Source: an optimization exercise on an open RTL-to-GDS flow (aim: small area, a short achievable clock period and few clock cycles). Production flows keep margins and buffers that such runs may drop. Function was checked by simulation only, so behaviour that the tests miss may differ from the original. Power and IR drop assume default switching activity.

==> inputs of run K <==
## ce_alu
module ce_alu (
    input  wire        clk,
    input  wire        rst,         
    input  wire        in_valid,
    output wire        in_ready,
    input  wire [7:0]  op,
    input  wire [1:0]  sz,          
    input  wire [31:0] a,           
    input  wire [31:0] b,           
    input  wire [31:0] c,           
    input  wire [4:0]  flags_in,    
    output reg         out_valid,
    output reg  [31:0] result,
    output wire [4:0]  flags_out,
    output reg         wr_d,
    output reg  [1:0]  exc          
);
    localparam FC = 0, FV = 1, FZ = 2, FN = 3, FT = 4;
    localparam ST_NORM = 4'd0, ST_MUL = 4'd1, ST_MULC = 4'd2, ST_DIVA = 4'd3,
               ST_DIVB = 4'd4, ST_DIV = 4'd5, ST_DIVF = 4'd6, ST_CRC = 4'd7,
               ST_FFS  = 4'd8;
    function automatic multi_op(input [7:0] o, input [1:0] s);
        multi_op = (s != 2'd3) &&
                   (((o[7:4] == 4'h1) && (o[3:0] >= 4'h4) && (o[3:0] <= 4'hA)) ||
                    (o == 8'h35) ||
                    (((o == 8'h37) || (o == 8'h38)) && (s != 2'd0)));
    endfunction
    reg [4:0]  fo_base;
    reg        fo_zr, fo_nr;
    reg [1:0]  fo_sz;
    assign flags_out = {fo_base[FT],
                        fo_nr ? msb_at(result, fo_sz) : fo_base[FN],
  ...
==> flow/config.mk <==
export PLATFORM = sky130hd
export DESIGN_NAME = ce_alu
export DESIGN_NICKNAME = ce_alu
export VERILOG_FILES = /design/flow/design.v
export SDC_FILE = /design/flow/constraint.sdc
export NUM_CORES = 4
export LEC_CHECK = 0
export ABC_AREA = 1
export CAP_MARGIN = 20
export CORE_MARGIN = 2
export CORE_UTILIZATION = 35
export SETUP_SLACK_MARGIN = 5
export SLEW_MARGIN = 20
export TNS_END_PERCENT = 0
==> flow/constraint.sdc <==
create_clock -name core_clock -period 10.0 [get_ports {clk}]
set_input_delay 2.0000 -clock core_clock [delete_from_list [all_inputs] [get_ports {clk}]]
set_output_delay 2.0000 -clock core_clock [all_outputs]
set_load 0.01 [all_outputs]
standard.sh (not shown) runs the stock make flow with config.mk's settings and CLKGATE_MAP_FILE= SYNTH_SCRIPT=/design/flow/synth_recipe.tcl, a recipe that flattens the netlist after the stock synthesis.
==> flow/flow/run.sh <==
#!/bin/bash
set -euo pipefail
bash standard.sh SETUP_SLACK_MARGIN=7 finish > standard.log 2>&1
==> inputs of run Z, as changes to run K <==
==> flow/run.sh (new file) <==
#!/bin/bash
# synth_recipe.tcl (not shown) runs the flow's synth.tcl, then flattens the netlist and writes it again
# the make line also repeats each setting of config.mk as NAME=value (left out here)
make -C /OpenROAD-flow-scripts/flow DESIGN_CONFIG=/design/flow/config.mk WORK_HOME=/design/flow/orfs CLKGATE_MAP_FILE= SYNTH_SCRIPT=/design/flow/synth_recipe.tcl finish
removed: flow/flow/run.sh
removed: flow/standard.sh
==> flow_summary_export.csv <==
group,metric,value,unit
final_layout,nNetsFinal,6367,
final_layout,buf_share,12.67,%
setup_path,reg2reg_depth,16,
placement,hpwlAfterDp,216000,um
setup_path,cp_max_fo,7,
outcome,status,"complete, no violations",
pwr,power-per-cell-area,190.5,mW/mm^2
global_routing,grt_pass1_wl,383000,um
final_layout,syn_to_final_growth,27.73,%
-- figures above: run K

==> flow_summary_export.csv <==
group,metric,value,unit
outcome,status,"complete, no violations",
pwr,power-per-cell-area,187.2,mW/mm^2
final_layout,nNetsFinal,6249,
setup_path,cp_common_cell,"nand2_1",
final_layout,syn_to_final_growth,17.01,%
setup_path,reg2reg_depth,13,
global_routing,grt_pass1_wl,360900,um
final_layout,buf_share,10.09,%
setup_path,cp_max_fo,19,
-- figures above: run Z

Testbench counts of run K, summed over its fixed seeds: cycles 5,894.
Testbench counts of run Z, summed over its fixed seeds: cycles 5,894.


==> inputs of juniper <==
Another version of the RTL of ce_alu (not shown whole).
==> flow/config.mk <==
export PLATFORM = sky130hd
export DESIGN_NAME = ce_alu
export DESIGN_NICKNAME = ce_alu
export VERILOG_FILES = /design/flow/design.v
export SDC_FILE = /design/flow/constraint.sdc
export NUM_CORES = 4
export LEC_CHECK = 0
export ABC_AREA = 1
export CAP_MARGIN = 20
export CORE_MARGIN = 2
export CORE_UTILIZATION = 35
export SETUP_SLACK_MARGIN = 5
export SLEW_MARGIN = 20
export TNS_END_PERCENT = 0
==> flow/constraint.sdc <==
create_clock -name core_clock -period 10.0 [get_ports {clk}]
set_input_delay 2.0000 -clock core_clock [delete_from_list [all_inputs] [get_ports {clk}]]
set_output_delay 2.0000 -clock core_clock [all_outputs]
set_load 0.01 [all_outputs]
run.sh (not shown) runs the stock make flow with config.mk's settings and CLKGATE_MAP_FILE= SYNTH_SCRIPT=/design/flow/synth_recipe.tcl, a recipe that flattens the netlist after the stock synthesis.
Stock flow here: none of the scripts above is used.
==> onyx: changes against juniper <==
--- a/flow/config.mk
+++ b/flow/config.mk
@@ -5,7 +5,6 @@
 export SDC_FILE = /design/flow/constraint.sdc
 export NUM_CORES = 4
 export LEC_CHECK = 0
-export ABC_AREA = 1
 export CAP_MARGIN = 20
 export CORE_MARGIN = 2
 export CORE_UTILIZATION = 35
==> qor summary <==
|  | juniper | onyx |
|---|---|---|
| Result of the run | no timing/DRC/antenna violations | no timing/DRC/antenna violations |
| Design area | 40,300 sq um | 41,600 sq um |
| Placement-stage worst setup slack | 2860 ps | 2480 ps |
| Post-CTS Resized | 281 | 213 |
| FMAX | 188 MHz | 167 MHz |
| Timing startpoint of the critical path | a1[3] | b1[4] |
| Initial antenna violation count | 37 | 32 |
| Fraction of power consumed by combinational cells | 74.6% | 75.4% |
| Total of plain and repair buffers excluding clock buffers | 458 | 540 |
| Proportion of cell area occupied by registers | 12.2% | 11.8% |
| Total core area | 93,600 sq um | 98,400 sq um |
| Netlist Area Pre-Place | 33,200 sq um | 34,700 sq um |
| Cell accounting for the most synthesized area | sky130_fd_sc_hd__nand2_1 | sky130_fd_sc_hd__edfxtp_1 |
| Detail-routed via count per cell | 6.91 | 7.52 |
| Sum of buffers and inverters on the critical path | 6 | 2 |
| Routed wire per std cell | 39.2 um | 47.1 um |
Testbench counts of juniper, summed over its fixed seeds: cycles 5,894.
Testbench counts of onyx, summed over its fixed seeds: cycles 5,894.

-- static timing again, ports no longer ideal --
Ports are ideal in the flow. The routed layouts listed here were re-timed in OpenROAD. Step 1 (the two cells are an assumption about what drives the block):
set clk [get_ports {clk}]
set_driving_cell -lib_cell sky130_fd_sc_hd__clkbuf_16 $clk
set_driving_cell -lib_cell sky130_fd_sc_hd__buf_2 [delete_from_list [all_inputs] $clk]
Step 2 adds t to the input delays and takes it off the output delays; t is the mean of the earliest and latest rising clock arrival at the registers after step 1. Input paths then give back, and output paths get back, about the clock's delay inside the block. Slacks: ideal / step 1 / step 2; pairs: ideal / step 1.
run | t, ns | setup WS [ns] | latest minus earliest clock arrival (ns) | worst data-port slew with drivers (ns)
run K | 0.644 | 5.159 / 5.159 / 5.034 | 0.034 / 0.034 | 0.07
run Z | 0.630 | 4.690 / 4.690 / 4.646 | 0.032 / 0.032 | 0.08
juniper | 0.645 | 4.673 / 4.673 / 4.193 | 0.030 / 0.030 | 0.12
onyx | 0.643 | 4.009 / 4.009 / 4.009 | 0.031 / 0.031 | 0.11
After both steps setup and hold are still met in every run listed. The setup slack of juniper, which loses most, moves by 0.000 ns with the drivers and by -0.480 ns with both steps.
